From an optimization exercise on the open Yosys and OpenROAD flow, aimed at small area and few clock cycles; shortcuts taken in it are not production practice. Only simulation tests tie the RTL to the original design; equivalence was not proved.

==> inputs of 10-19 <==
// chisel_aes_core
module chisel_aes_core (
    input  wire         clk,
    input  wire         rst,         
    input  wire         in_valid,
    output wire         in_ready,
    input  wire         in_rekey,
    input  wire [1:0]   in_ksize,
    input  wire [255:0] in_key,
    input  wire         in_dir,      
    input  wire [127:0] in_data,
    output wire         out_valid,
    output wire [127:0] out_data
);
export LEC_CHECK = 0
export CAP_MARGIN = 20
export CORE_MARGIN = 2
export CORE_UTILIZATION = 55
export CTS_BUF_LIST = sky130_fd_sc_hd__clkbuf_4 sky130_fd_sc_hd__clkbuf_8
export PLACE_DENSITY = 0.7
export SLEW_MARGIN = 20
create_clock -name core_clock -period 12.0 [get_ports {clk}]
standard.sh (not shown) runs the stock make flow with config.mk's settings and CLKGATE_MAP_FILE= SYNTH_SCRIPT=/design/flow/synth_recipe.tcl, a recipe that flattens the netlist after the stock synthesis.
==> flow/flow/run.sh <==
#!/bin/bash
# Layout flow: the standard flow (standard.sh), with two changes:
# - synthesis: ABC maps the logic with an area-oriented script
#   (flow/abc_map.script) in place of ORFS's; registers and naming are the
#   standard ones;
# - placement: every input and output port still gets its buffer, but the
#   smallest buffer cell (buf_1); repair_design resizes it where needed.
# Logs: synth.log (synthesis), layout.log (floorplan to final), and ORFS's own
# logs under orfs/logs/.
set -euo pipefail
W=$(pwd)
export BUFFER_PORTS_ARGS="-buffer_cell sky130_fd_sc_hd__buf_1"
rm -rf "$W/scripts_abc"
mkdir -p "$W/scripts_abc"
cp -r "$FLOW_HOME/scripts/." "$W/scripts_abc/"
cp "$W/flow/abc_map.script" "$W/scripts_abc/abc_area.script"
cp "$W/flow/abc_map.script" "$W/scripts_abc/abc_speed.script"
SCRIPTS_DIR="$W/scripts_abc" bash "$W/standard.sh" synth > "$W/synth.log" 2>&1
bash "$W/standard.sh" > "$W/layout.log" 2>&1
==> flow/flow/abc_map.script <==
&get -n
&st
&dch
&nf -R 1000
&put
==> 12-02: changes against 10-19 <==
--- a/flow/design.v
+++ b/flow/design.v
@@ -382,18 +382,18 @@
             {2'd2, 1'b1, 4'd13}: begin s_en = 1'b1; s_at2 = 1'b0; s_rot = 1'b1; z0 = 1'b0; rc = 8'h01; end
             {2'd2, 1'b1, 4'd14}: begin s_en = 1'b0; s_at2 = 1'b0; s_rot = 1'b0; z0 = 1'b1; rc = 8'h00; end
             default: ;
         endcase
     end
     wire [127:0] nw;
-    wire [255:0] nwin;
     aes_kstep u_kstep (
         .win(kw), .nk(ksize_q), .bwd(bwd),
         .s_en(s_en), .s_at2(s_at2), .s_rot(s_rot), .z0(z0), .rc(rc),
-        .nw(nw), .nwin(nwin)
+        .nw(nw)
     );
+    wire [255:0] nwin = bwd ? {kw[127:0], nw} : {nw, kw[255:128]};
     wire [127:0] rnd_out;
     aes_round u_round (
         .x(st), .kd(kw[127:0]), .ke(nw & {128{~dir_q}}),
         .dec(dir_q), .last(last), .y(rnd_out)
     );
     wire done  = run & last;
@@ -505,14 +505,13 @@
     input  wire         bwd,
     input  wire         s_en,    
     input  wire         s_at2,   
     input  wire         s_rot,   
     input  wire         z0,      
     input  wire [7:0]   rc,
-    output wire [127:0] nw,
-    output wire [255:0] nwin
+    output wire [127:0] nw
 );
     wire [31:0] w0 = win[31:0],    w1 = win[63:32],   w2 = win[95:64],   w3 = win[127:96];
     wire [31:0] w4 = win[159:128], w5 = win[191:160], w6 = win[223:192], w7 = win[255:224];
     wire n4 = (nk == 2'd0), n6 = (nk == 2'd1);
     wire off4 = bwd ? ~(n4 | n6) : n4;
     wire [31:0] b0 = off4 ? w4 : n6 ? w2 : w0;
@@ -532,9 +531,8 @@
     wire [31:0] s = s_rot ? ({s_sub[7:0], s_sub[31:8]} ^ {24'h0, rc}) : s_sub;
     wire sub0 = s_en & ~s_at2, sub2 = s_en & s_at2;
     wire [31:0] n0 = b0 ^ (z0 ? 32'h0 : sub0 ? s : bwd ? y0 : w7);
     wire [31:0] n1 = b1 ^ (bwd ? y1 : n0);
     wire [31:0] n2 = b2 ^ (sub2 ? s : bwd ? y2 : n1);
     wire [31:0] n3 = b3 ^ (bwd ? y3 : n2);
-    assign nw   = {n3, n2, n1, n0};
-    assign nwin = bwd ? {win[127:0], nw} : {nw, win[255:128]};
+    assign nw = {n3, n2, n1, n0};
 endmodule
==> flow/run.sh (new file) <==
#!/bin/bash
# synth_recipe.tcl (not shown) runs the flow's synth.tcl, then flattens the netlist and writes it again
# the make line also repeats each setting of config.mk as NAME=value (left out here)
make -C /OpenROAD-flow-scripts/flow DESIGN_CONFIG=/design/flow/config.mk WORK_HOME=/design/flow/orfs CLKGATE_MAP_FILE= SYNTH_SCRIPT=/design/flow/synth_recipe.tcl finish
CAP_MARGIN = 35   (was 20)
CORE_UTILIZATION = 40   (was 55)
CTS_BUF_LIST = not set   (was sky130_fd_sc_hd__clkbuf_4 sky130_fd_sc_hd__clkbuf_8)
PLACE_DENSITY = 0.55   (was 0.7)
SLEW_MARGIN = 35   (was 20)
removed: flow/flow/run.sh
removed: flow/flow/abc_map.script
removed: flow/standard.sh
==> results.txt <==
sequential standard cell area: 20800 µm²
met1 wire length: 259 mm
reg-to-reg endpoint: st[77]
Antenna Diode Count: 83
Crit path largest cell delay: 0.78 ns
register fraction of the total cell area: 15.8%
status: timing/DRC/antenna clean
# the run above: 12-02

==> results.txt <==
status: timing/DRC/antenna clean
Antenna Diode Count: 11
sequential standard cell area: 20800 µm²
Crit path largest cell delay: 0.84 ns
met1 wire length: 126 mm
register fraction of the total cell area: 24.4%
# the run above: 10-19

Testbench counts of 10-19, summed over its fixed seeds: cycles 19,748.
Testbench counts of 12-02, summed over its fixed seeds: cycles 19,748.

========
==> branch fjord: inputs <==
chisel_aes_core, a different RTL version from the one above (not shown whole).
Settings: LEC_CHECK=0, CAP_MARGIN=20, CORE_MARGIN=2, CORE_UTILIZATION=55, PLACE_DENSITY=0.7, SLEW_MARGIN=20; clock period 12.0 ns.
==> flow/flow/run.sh <==
#!/bin/bash
# Layout flow: the standard flow (standard.sh), with one change in
# synthesis: ABC maps the logic with an area-oriented script (flow/abc_map.script)
# in place of ORFS's. Registers, naming and every later step are the standard ones.
# Logs: synth.log (synthesis), layout.log (floorplan to final), and ORFS's own
# logs under orfs/logs/.
set -euo pipefail
W=$(pwd)
rm -rf "$W/scripts_abc"
mkdir -p "$W/scripts_abc"
cp -r "$FLOW_HOME/scripts/." "$W/scripts_abc/"
cp "$W/flow/abc_map.script" "$W/scripts_abc/abc_area.script"
cp "$W/flow/abc_map.script" "$W/scripts_abc/abc_speed.script"
SCRIPTS_DIR="$W/scripts_abc" bash "$W/standard.sh" synth > "$W/synth.log" 2>&1
bash "$W/standard.sh" > "$W/layout.log" 2>&1
==> flow/flow/abc_map.script <==
&get -n
&st
&dch
&nf -R 1000
&put
==> inputs of branch garnet, as changes to branch fjord <==
--- a/flow/design.v
+++ b/flow/design.v
@@ -135,19 +135,20 @@
     assign S4 = L20 ^ L22;
     assign S5 = L25 ^ L29;
     assign S6 = ~(L13 ^ L27);
     assign S7 = ~(L6 ^ L23);
     assign y = {S0, S1, S2, S3, S4, S5, S6, S7};
 endmodule
-module aes_sbox_ed (input wire [7:0] a, input wire d, output wire [7:0] y);
+module aes_sbox_ed (input wire [7:0] ae, input wire [7:0] ad, input wire d,
+                    input wire [7:0] kd, output wire [7:0] y);
     function [7:0] ainv(input [7:0] x);
         integer i;
         for (i = 0; i < 8; i = i + 1)
             ainv[i] = x[(i + 2) % 8] ^ x[(i + 5) % 8] ^ x[(i + 7) % 8];
     endfunction
-    wire [7:0] u = d ? (ainv(a) ^ 8'h05) : a;
+    wire [7:0] u = d ? (ainv(ad) ^ 8'h05) : ae;
     wire L0, L1, L10, L11, L12, L13, L14, L15, L16, L17, L18, L19, L2, L20, L21, L22, L23, L24, L25, L26, L27, L28, L29, L3, L4, L5, L6, L7, L8, L9, M1, M10, M11, M12, M13, M14, M15, M16, M17, M18, M19, M2, M20, M21, M22, M23, M24, M25, M26, M27, M28, M29, M3, M30, M31, M32, M33, M34, M35, M36, M37, M38, M39, M4, M40, M41, M42, M43, M44, M45, M46, M47, M48, M49, M5, M50, M51, M52, M53, M54, M55, M56, M57, M58, M59, M6, M60, M61, M62, M63, M7, M8, M9, S0, S1, S2, S3, S4, S5, S6, S7, T1, T10, T11, T12, T13, T14, T15, T16, T17, T18, T19, T2, T20, T21, T22, T23, T24, T25, T26, T27, T3, T4, T5, T6, T7, T8, T9;
     wire U0 = u[7];
     wire U1 = u[6];
     wire U2 = u[5];
     wire U3 = u[4];
     wire U4 = u[3];
@@ -280,13 +281,13 @@
     assign S3 = L6 ^ L21;
     assign S4 = L20 ^ L22;
     assign S5 = L25 ^ L29;
     assign S6 = ~(L13 ^ L27);
     assign S7 = ~(L6 ^ L23);
     wire [7:0] s = {S0, S1, S2, S3, S4, S5, S6, S7};
-    assign y = d ? ainv(s ^ 8'h63) : s;
+    assign y = d ? (ainv(s ^ 8'h63) ^ kd) : s;
 endmodule
 module chisel_aes_core (
     input  wire         clk,
     input  wire         rst,         
     input  wire         in_valid,
     output wire         in_ready,
@@ -381,21 +382,21 @@
             {2'd2, 1'b1, 4'd13}: begin s_en = 1'b1; s_at2 = 1'b0; s_rot = 1'b1; z0 = 1'b0; rc = 8'h01; end
             {2'd2, 1'b1, 4'd14}: begin s_en = 1'b0; s_at2 = 1'b0; s_rot = 1'b0; z0 = 1'b1; rc = 8'h00; end
             default: ;
         endcase
     end
     wire [127:0] nw;
-    wire [255:0] nwin;
     aes_kstep u_kstep (
         .win(kw), .nk(ksize_q), .bwd(bwd),
         .s_en(s_en), .s_at2(s_at2), .s_rot(s_rot), .z0(z0), .rc(rc),
-        .nw(nw), .nwin(nwin)
+        .nw(nw)
     );
+    wire [255:0] nwin = bwd ? {kw[127:0], nw} : {nw, kw[255:128]};
     wire [127:0] rnd_out;
     aes_round u_round (
-        .x(st), .kd(kw[127:0] & {128{dir_q}}), .ke(nw & {128{~dir_q}}),
+        .x(st), .kd(kw[127:0]), .ke(nw & {128{~dir_q}}),
         .dec(dir_q), .last(last), .y(rnd_out)
     );
     wire done  = run & last;
     wire kdone = kpass & last;
     wire free  = ~(run | kpass) | done;      
     wire kstart = free & in_valid & in_rekey & in_dir;
@@ -464,29 +465,25 @@
     input  wire         last,
     output wire [127:0] y
 );
     function [7:0] xt(input [7:0] b);
         xt = {b[6:0], 1'b0} ^ (b[7] ? 8'h1b : 8'h00);
     endfunction
-    wire [127:0] t;
+    wire [127:0] z;
     genvar r, c;
     generate
-        for (c = 0; c < 4; c = c + 1) begin : g_sr
+        for (c = 0; c < 4; c = c + 1) begin : g_col_sb
             for (r = 0; r < 4; r = r + 1) begin : g_row
-                assign t[8*(r + 4*c) +: 8] = dec ? x[8*(r + 4*((c + 4 - r) % 4)) +: 8]
-                                                 : x[8*(r + 4*((c + r) % 4)) +: 8];
+                aes_sbox_ed u_sb (
+                    .ae(x[8*(r + 4*((c + r) % 4)) +: 8]),
+                    .ad(x[8*(r + 4*((c + 4 - r) % 4)) +: 8]),
+                    .d(dec), .kd(kd[8*(r + 4*c) +: 8]), .y(z[8*(r + 4*c) +: 8])
+                );
             end
         end
     endgenerate
-    wire [127:0] s;
-    generate
-        for (c = 0; c < 16; c = c + 1) begin : g_sb
-            aes_sbox_ed u_sb (.a(t[8*c +: 8]), .d(dec), .y(s[8*c +: 8]));
-        end
-    endgenerate
-    wire [127:0] z  = s ^ kd;
     wire         pe = dec & ~last;
     wire [127:0] y_mc;
     wire [127:0] z2;
     generate
         for (c = 0; c < 4; c = c + 1) begin : g_col
             wire [7:0] a0 = z[32*c +: 8], a1 = z[32*c + 8 +: 8];
@@ -508,14 +505,13 @@
     input  wire         bwd,
     input  wire         s_en,    
     input  wire         s_at2,   
     input  wire         s_rot,   
     input  wire         z0,      
     input  wire [7:0]   rc,
-    output wire [127:0] nw,
-    output wire [255:0] nwin
+    output wire [127:0] nw
 );
     wire [31:0] w0 = win[31:0],    w1 = win[63:32],   w2 = win[95:64],   w3 = win[127:96];
     wire [31:0] w4 = win[159:128], w5 = win[191:160], w6 = win[223:192], w7 = win[255:224];
     wire n4 = (nk == 2'd0), n6 = (nk == 2'd1);
     wire off4 = bwd ? ~(n4 | n6) : n4;
     wire [31:0] b0 = off4 ? w4 : n6 ? w2 : w0;
@@ -535,9 +531,8 @@
     wire [31:0] s = s_rot ? ({s_sub[7:0], s_sub[31:8]} ^ {24'h0, rc}) : s_sub;
     wire sub0 = s_en & ~s_at2, sub2 = s_en & s_at2;
     wire [31:0] n0 = b0 ^ (z0 ? 32'h0 : sub0 ? s : bwd ? y0 : w7);
     wire [31:0] n1 = b1 ^ (bwd ? y1 : n0);
     wire [31:0] n2 = b2 ^ (sub2 ? s : bwd ? y2 : n1);
     wire [31:0] n3 = b3 ^ (bwd ? y3 : n2);
-    assign nw   = {n3, n2, n1, n0};
-    assign nwin = bwd ? {win[127:0], nw} : {nw, win[255:128]};
+    assign nw = {n3, n2, n1, n0};
 endmodule
==> flow/flow/run.sh (replaced) <==
#!/bin/bash
# Layout flow: the standard flow (standard.sh), with two changes:
# - synthesis: ABC maps the logic with an area-oriented script
#   (flow/abc_map.script) in place of ORFS's; registers and naming are the
#   standard ones;
# - placement: every input and output port still gets its buffer, but the
#   smallest buffer cell (buf_1); repair_design resizes it where needed.
# Logs: synth.log (synthesis), layout.log (floorplan to final), and ORFS's own
# logs under orfs/logs/.
set -euo pipefail
W=$(pwd)
export BUFFER_PORTS_ARGS="-buffer_cell sky130_fd_sc_hd__buf_1"
rm -rf "$W/scripts_abc"
mkdir -p "$W/scripts_abc"
cp -r "$FLOW_HOME/scripts/." "$W/scripts_abc/"
cp "$W/flow/abc_map.script" "$W/scripts_abc/abc_area.script"
cp "$W/flow/abc_map.script" "$W/scripts_abc/abc_speed.script"
SCRIPTS_DIR="$W/scripts_abc" bash "$W/standard.sh" synth > "$W/synth.log" 2>&1
bash "$W/standard.sh" > "$W/layout.log" 2>&1
==> flow/flow/abc_map.script (replaced) <==
&get -n
&st
&dch
&nf -R 1000
&put
&get -n
&st
&dch
&nf -R 1000
&put
&get -n
&st
&dch
&nf -R 1000
&put
- ABC_AREA: not set -> 1
- CAP_MARGIN: 20 -> 10
- CTS_BUF_LIST: not set -> sky130_fd_sc_hd__clkbuf_8
- CTS_CLUSTER_SIZE: not set -> 24
- SLEW_MARGIN: 20 -> 10
==> inputs of branch raven, as changes to branch fjord <==
--- a/flow/design.v
+++ b/flow/design.v
@@ -135,19 +135,20 @@
     assign S4 = L20 ^ L22;
     assign S5 = L25 ^ L29;
     assign S6 = ~(L13 ^ L27);
     assign S7 = ~(L6 ^ L23);
     assign y = {S0, S1, S2, S3, S4, S5, S6, S7};
 endmodule
-module aes_sbox_ed (input wire [7:0] a, input wire d, output wire [7:0] y);
+module aes_sbox_ed (input wire [7:0] ae, input wire [7:0] ad, input wire d,
+                    input wire [7:0] kd, output wire [7:0] y);
     function [7:0] ainv(input [7:0] x);
         integer i;
         for (i = 0; i < 8; i = i + 1)
             ainv[i] = x[(i + 2) % 8] ^ x[(i + 5) % 8] ^ x[(i + 7) % 8];
     endfunction
-    wire [7:0] u = d ? (ainv(a) ^ 8'h05) : a;
+    wire [7:0] u = d ? (ainv(ad) ^ 8'h05) : ae;
     wire L0, L1, L10, L11, L12, L13, L14, L15, L16, L17, L18, L19, L2, L20, L21, L22, L23, L24, L25, L26, L27, L28, L29, L3, L4, L5, L6, L7, L8, L9, M1, M10, M11, M12, M13, M14, M15, M16, M17, M18, M19, M2, M20, M21, M22, M23, M24, M25, M26, M27, M28, M29, M3, M30, M31, M32, M33, M34, M35, M36, M37, M38, M39, M4, M40, M41, M42, M43, M44, M45, M46, M47, M48, M49, M5, M50, M51, M52, M53, M54, M55, M56, M57, M58, M59, M6, M60, M61, M62, M63, M7, M8, M9, S0, S1, S2, S3, S4, S5, S6, S7, T1, T10, T11, T12, T13, T14, T15, T16, T17, T18, T19, T2, T20, T21, T22, T23, T24, T25, T26, T27, T3, T4, T5, T6, T7, T8, T9;
     wire U0 = u[7];
     wire U1 = u[6];
     wire U2 = u[5];
     wire U3 = u[4];
     wire U4 = u[3];
@@ -280,13 +281,13 @@
     assign S3 = L6 ^ L21;
     assign S4 = L20 ^ L22;
     assign S5 = L25 ^ L29;
     assign S6 = ~(L13 ^ L27);
     assign S7 = ~(L6 ^ L23);
     wire [7:0] s = {S0, S1, S2, S3, S4, S5, S6, S7};
-    assign y = d ? ainv(s ^ 8'h63) : s;
+    assign y = d ? (ainv(s ^ 8'h63) ^ kd) : s;
 endmodule
 module chisel_aes_core (
     input  wire         clk,
     input  wire         rst,         
     input  wire         in_valid,
     output wire         in_ready,
@@ -381,21 +382,21 @@
             {2'd2, 1'b1, 4'd13}: begin s_en = 1'b1; s_at2 = 1'b0; s_rot = 1'b1; z0 = 1'b0; rc = 8'h01; end
             {2'd2, 1'b1, 4'd14}: begin s_en = 1'b0; s_at2 = 1'b0; s_rot = 1'b0; z0 = 1'b1; rc = 8'h00; end
             default: ;
         endcase
     end
     wire [127:0] nw;
-    wire [255:0] nwin;
     aes_kstep u_kstep (
         .win(kw), .nk(ksize_q), .bwd(bwd),
         .s_en(s_en), .s_at2(s_at2), .s_rot(s_rot), .z0(z0), .rc(rc),
-        .nw(nw), .nwin(nwin)
+        .nw(nw)
     );
+    wire [255:0] nwin = bwd ? {kw[127:0], nw} : {nw, kw[255:128]};
     wire [127:0] rnd_out;
     aes_round u_round (
-        .x(st), .kd(kw[127:0] & {128{dir_q}}), .ke(nw & {128{~dir_q}}),
+        .x(st), .kd(kw[127:0]), .ke(nw & {128{~dir_q}}),
         .dec(dir_q), .last(last), .y(rnd_out)
     );
     wire done  = run & last;
     wire kdone = kpass & last;
     wire free  = ~(run | kpass) | done;      
     wire kstart = free & in_valid & in_rekey & in_dir;
@@ -464,29 +465,25 @@
     input  wire         last,
     output wire [127:0] y
 );
     function [7:0] xt(input [7:0] b);
         xt = {b[6:0], 1'b0} ^ (b[7] ? 8'h1b : 8'h00);
     endfunction
-    wire [127:0] t;
+    wire [127:0] z;
     genvar r, c;
     generate
-        for (c = 0; c < 4; c = c + 1) begin : g_sr
+        for (c = 0; c < 4; c = c + 1) begin : g_col_sb
             for (r = 0; r < 4; r = r + 1) begin : g_row
-                assign t[8*(r + 4*c) +: 8] = dec ? x[8*(r + 4*((c + 4 - r) % 4)) +: 8]
-                                                 : x[8*(r + 4*((c + r) % 4)) +: 8];
+                aes_sbox_ed u_sb (
+                    .ae(x[8*(r + 4*((c + r) % 4)) +: 8]),
+                    .ad(x[8*(r + 4*((c + 4 - r) % 4)) +: 8]),
+                    .d(dec), .kd(kd[8*(r + 4*c) +: 8]), .y(z[8*(r + 4*c) +: 8])
+                );
             end
         end
     endgenerate
-    wire [127:0] s;
-    generate
-        for (c = 0; c < 16; c = c + 1) begin : g_sb
-            aes_sbox_ed u_sb (.a(t[8*c +: 8]), .d(dec), .y(s[8*c +: 8]));
-        end
-    endgenerate
-    wire [127:0] z  = s ^ kd;
     wire         pe = dec & ~last;
     wire [127:0] y_mc;
     wire [127:0] z2;
     generate
         for (c = 0; c < 4; c = c + 1) begin : g_col
             wire [7:0] a0 = z[32*c +: 8], a1 = z[32*c + 8 +: 8];
@@ -508,14 +505,13 @@
     input  wire         bwd,
     input  wire         s_en,    
     input  wire         s_at2,   
     input  wire         s_rot,   
     input  wire         z0,      
     input  wire [7:0]   rc,
-    output wire [127:0] nw,
-    output wire [255:0] nwin
+    output wire [127:0] nw
 );
     wire [31:0] w0 = win[31:0],    w1 = win[63:32],   w2 = win[95:64],   w3 = win[127:96];
     wire [31:0] w4 = win[159:128], w5 = win[191:160], w6 = win[223:192], w7 = win[255:224];
     wire n4 = (nk == 2'd0), n6 = (nk == 2'd1);
     wire off4 = bwd ? ~(n4 | n6) : n4;
     wire [31:0] b0 = off4 ? w4 : n6 ? w2 : w0;
@@ -535,9 +531,8 @@
     wire [31:0] s = s_rot ? ({s_sub[7:0], s_sub[31:8]} ^ {24'h0, rc}) : s_sub;
     wire sub0 = s_en & ~s_at2, sub2 = s_en & s_at2;
     wire [31:0] n0 = b0 ^ (z0 ? 32'h0 : sub0 ? s : bwd ? y0 : w7);
     wire [31:0] n1 = b1 ^ (bwd ? y1 : n0);
     wire [31:0] n2 = b2 ^ (sub2 ? s : bwd ? y2 : n1);
     wire [31:0] n3 = b3 ^ (bwd ? y3 : n2);
-    assign nw   = {n3, n2, n1, n0};
-    assign nwin = bwd ? {win[127:0], nw} : {nw, win[255:128]};
+    assign nw = {n3, n2, n1, n0};
 endmodule
==> flow/flow/run.sh (replaced) <==
#!/bin/bash
# Layout flow: the standard flow (standard.sh), with two changes:
# - synthesis: ABC maps the logic with an area-oriented script
#   (flow/abc_map.script) in place of ORFS's; registers and naming are the
#   standard ones;
# - placement: every input and output port still gets its buffer, but the
#   smallest buffer cell (buf_1); repair_design resizes it where needed.
# Logs: synth.log (synthesis), layout.log (floorplan to final), and ORFS's own
# logs under orfs/logs/.
set -euo pipefail
W=$(pwd)
export BUFFER_PORTS_ARGS="-buffer_cell sky130_fd_sc_hd__buf_1"
rm -rf "$W/scripts_abc"
mkdir -p "$W/scripts_abc"
cp -r "$FLOW_HOME/scripts/." "$W/scripts_abc/"
cp "$W/flow/abc_map.script" "$W/scripts_abc/abc_area.script"
cp "$W/flow/abc_map.script" "$W/scripts_abc/abc_speed.script"
SCRIPTS_DIR="$W/scripts_abc" bash "$W/standard.sh" synth > "$W/synth.log" 2>&1
bash "$W/standard.sh" > "$W/layout.log" 2>&1
==> flow/flow/abc_map.script (replaced) <==
&get -n
&st
&b
&dch
&nf -R 1000
&put
&get -n
&st
&b
&dch
&nf -R 1000
&put
&get -n
&st
&b
&dch
&nf -R 1000
&put
- ABC_AREA: not set -> 1
- CTS_BUF_LIST: not set -> sky130_fd_sc_hd__clkbuf_8
- CTS_CLUSTER_SIZE: not set -> 24
==> results.txt <==
| item | branch garnet | branch raven | branch fjord |
|---|---|---|---|
| Outcome | complete, no violations | complete, no violations | complete, no violations |
| Number of logic inverters in the finished layout | 87 | 59 | 73 |
| Routed via count divided by cell count | 6.52 | 6.33 | 6.50 |
| Peak Freq | 0.0880 GHz | 0.0892 GHz | 0.0893 GHz |
| Number of placed cells counting well taps | 11.8k | 11.6k | 12.0k |
| Register area share after synthesis | 27.6% | 27.9% | 27.3% |
| Placement Cell Area | 82100 um^2 | 81300 um^2 | 86600 um^2 |
| Layout cell share with drive strength beyond 1 | 5.19% | 5.29% | 4.92% |
| Maximum cell stage delay along the critical path | 630 ps | 770 ps | 850 ps |
| Depth of the worst register-to-register path | 34 | 43 | 40 |
| Die footprint | 140000 um^2 | 139000 um^2 | 142000 um^2 |
| Final min period | 11360 ps | 11210 ps | 11200 ps |
| Post-Synthesis Cell Area | 75500 um^2 | 74700 um^2 | 76400 um^2 |
| H-tree lvl count | 4 | 4 | 3 |
| Final non-filler cell area | 85200 um^2 | 84500 um^2 | 90000 um^2 |
| Multiplexer area fraction after synthesis | 1.05% | 1.02% | 0.986% |
| Worst Path Required | 12850 ps | 12600 ps | 12590 ps |
| Cell count along the critical path | 34 | 43 | 40 |
| Met2 Resource Use GR | 68.3% | 65.8% | 68.4% |
| Syn avg cell area | 8.13 um^2 | 8.25 um^2 | 8.08 um^2 |
| Die width | 374 um | 372 um | 377 um |
| Initial core utilization | 55.6% | 55.3% | 55.5% |
| Worst path setup slack after routing | 635 ps | 795 ps | 799 ps |
| Adder-Cell Fraction of Synth Area | 0.829% | 0.838% | 0.819% |
Testbench counts of branch fjord, summed over its fixed seeds: cycles 19,748.
Testbench counts of branch garnet, summed over its fixed seeds: cycles 19,748.
Testbench counts of branch raven, summed over its fixed seeds: cycles 19,748.

port drivers added, routing unchanged:
In the flow no input, the clock included, has a driving cell. The finished layouts below were timed again as built, in two steps.
Step 1: set_driving_cell puts a clkbuf_16 on clk and a buf_2 on each other input, an assumption about the parent block.
Step 2 moves the port delays by t, midway between the first and last clock arrival at a register: inputs arrive t later, outputs are due t later. That takes back most of the time a late clock gives input paths.
Three values: ideal, step 1, step 2; two values: the first two.
run | t (ns) | setup slack, ns | worst hold slack (ns) | worst setup path after step 2
10-19 | 1.035 | 0.826 / 0.826 / 0.826 | 0.495 / 0.495 / 0.495 | register to register
12-02 | 0.960 | 0.543 / 0.543 / 0.543 | 0.466 / 0.466 / 0.466 | register to register
branch fjord | 0.814 | 0.799 / 0.799 / 0.799 | 0.493 / 0.493 / 0.493 | register to register
branch garnet | 1.007 | 0.635 / 0.635 / 0.635 | 0.521 / 0.521 / 0.521 | register to register
branch raven | 0.976 | 0.795 / 0.795 / 0.795 | 0.503 / 0.503 / 0.503 | register to register
After both steps every run listed still meets setup and hold.
